Background: an optimization exercise with open tools, aiming at small area, a short achievable clock period and few clock cycles per item. Do not read the settings as production practice.
In this exercise RTL edits were held to simulation tests only and were not proved equivalent to the original.

==> 08-12 <==
Design mx_block_mac, start of the top module:
module mx_block_mac (
    input  wire         clk,
    input  wire         rst,         
    input  wire         in_valid,
    input  wire [127:0] a_elems,     
    input  wire [127:0] b_elems,
    input  wire [7:0]   a_scale,
    input  wire [7:0]   b_scale,
    input  wire [31:0]  acc_in,
    output reg          out_valid,
    output reg  [31:0]  acc_out
);
    function [8:0] tval;
        input [6:0] k;
        case (k)
            7'd0: tval = 9'h000;
            7'd1: tval = 9'h000;
            7'd2: tval = 9'h000;
            7'd3: tval = 9'h000;
            7'd4: tval = 9'h000;
            7'd5: tval = 9'h000;
            7'd6: tval = 9'h000;
            7'd7: tval = 9'h000;
            7'd8: tval = 9'h000;
            7'd9: tval = 9'h001;
            7'd10: tval = 9'h002;
            7'd11: tval = 9'h003;
            7'd12: tval = 9'h004;
            7'd13: tval = 9'h006;
            7'd14: tval = 9'h008;
            7'd15: tval = 9'h00c;
            7'd16: tval = 9'h000;
            7'd17: tval = 9'h002;
            7'd18: tval = 9'h004;
            7'd19: tval = 9'h006;
            7'd20: tval = 9'h008;
            7'd21: tval = 9'h00c;
            7'd22: tval = 9'h010;
            7'd23: tval = 9'h018;
            7'd24: tval = 9'h000;
            7'd25: tval = 9'h003;
            7'd26: tval = 9'h006;
            7'd27: tval = 9'h009;
            7'd28: tval = 9'h00c;
            7'd29: tval = 9'h012;
            7'd30: tval = 9'h018;
            7'd31: tval = 9'h024;
            7'd32: tval = 9'h000;
            7'd33: tval = 9'h004;
            7'd34: tval = 9'h008;
            7'd35: tval = 9'h00c;
            7'd36: tval = 9'h010;
            7'd37: tval = 9'h018;
            7'd38: tval = 9'h020;
            7'd39: tval = 9'h030;
            7'd40: tval = 9'h000;
            7'd41: tval = 9'h006;
            7'd42: tval = 9'h00c;
            7'd43: tval = 9'h012;
            7'd44: tval = 9'h018;
            7'd45: tval = 9'h024;
            7'd46: tval = 9'h030;
            7'd47: tval = 9'h048;
            7'd48: tval = 9'h000;
            7'd49: tval = 9'h008;
            7'd50: tval = 9'h010;
            7'd51: tval = 9'h018;
            7'd52: tval = 9'h020;
            7'd53: tval = 9'h030;
            7'd54: tval = 9'h040;
  ...
export LEC_CHECK = 0
export ABC_AREA = 1
export CAP_MARGIN = 20
export CORE_MARGIN = 2
export CORE_UTILIZATION = 65
export CTS_CLUSTER_DIAMETER = 150
export CTS_CLUSTER_SIZE = 25
export SLEW_MARGIN = 20
create_clock -name core_clock -period 50.0 [get_ports {clk}]
standard.sh (not shown) runs the stock make flow with config.mk's settings and CLKGATE_MAP_FILE= SYNTH_SCRIPT=/design/flow/synth_recipe.tcl, a recipe that flattens the netlist after the stock synthesis.
==> flow/flow/run.sh <==
#!/bin/bash
# The standard layout (standard.sh), except that the buffers ORFS puts on the
# ports are buf_1 cells rather than the cell it picks by default. Every port
# still gets a buffer. The whole layout's output goes to layout.log.
set -euo pipefail
bash ./standard.sh "BUFFER_PORTS_ARGS=-buffer_cell sky130_fd_sc_hd__buf_1" finish > layout.log 2>&1
==> inputs of 03-23, as changes to 08-12 <==
==> flow/flow/run.sh (replaced) <==
#!/bin/bash
# The standard layout (standard.sh), except that the buffers ORFS puts on the
# ports are buf_2 cells rather than the cell it picks by default. Every port
# still gets a buffer. The whole layout's output goes to layout.log.
set -euo pipefail
bash ./standard.sh "BUFFER_PORTS_ARGS=-buffer_cell sky130_fd_sc_hd__buf_2" finish > layout.log 2>&1
--- a/flow/config.mk
+++ b/flow/config.mk
@@ -10,5 +10,3 @@
 export CORE_MARGIN = 2
-export CORE_UTILIZATION = 65
-export CTS_CLUSTER_DIAMETER = 150
-export CTS_CLUSTER_SIZE = 25
+export CORE_UTILIZATION = 55
 export SLEW_MARGIN = 20
==> comparison table <==
item	08-12	03-23
Result of the run	timing/DRC/antenna clean	timing/DRC/antenna clean
Fin crit period	11060 ps	11060 ps
Final standard cell area without fillers	38800 µm²	40500 µm²
Fill cell count	4820	6297
Number of nets at the end of the flow	6258	6285
Wire length on met2	49.0 mm	51.2 mm
Met1 WL	40.3 mm	43.0 mm
Clock-pin slew reported for the worst setup and hold paths after clock tree synthesis	100 ps	60 ps
Die span in y	241 µm	262 µm
Max Fclk	90.4 MHz	90.4 MHz
Initial cell density of the core	66.0%	55.5%
DR vias/cell	5.59	5.38
GR Layer Usage met1	41.5%	36.5%
Clock latency of the later-clocked register in the worst-skew pair	600 ps	610 ps
Testbench counts of 08-12, summed over its fixed seeds: cycles 16,032, items 16,000.
Testbench counts of 03-23, summed over its fixed seeds: cycles 16,032, items 16,000.

separate check: timing with driven ports:
How much do the figures lean on ideal ports? The routed layouts below were timed once more, with nothing changed but the port constraints. Step 1: set_driving_cell puts a clkbuf_16 on clk and a buf_2 on each other input, an assumption about the parent block. Step 2 adds t to the input delays and takes it off the output delays; t is the mean of the earliest and latest rising clock arrival at the registers after step 1. Input paths then give back, and output paths get back, about the clock's delay inside the block. a / b / c = ideal / step 1 / step 2; a / b = the first two.
run	shift t [ns]	setup slack, ns	worst register clock-pin slew, ns	worst data-port slew with drivers (ns)
08-12	0.647	38.938 / 38.870 / 39.072	0.12 / 0.12	0.06
03-23	0.663	38.940 / 38.874 / 39.090	0.07 / 0.07	0.06
After both steps setup and hold are still met in every run listed.
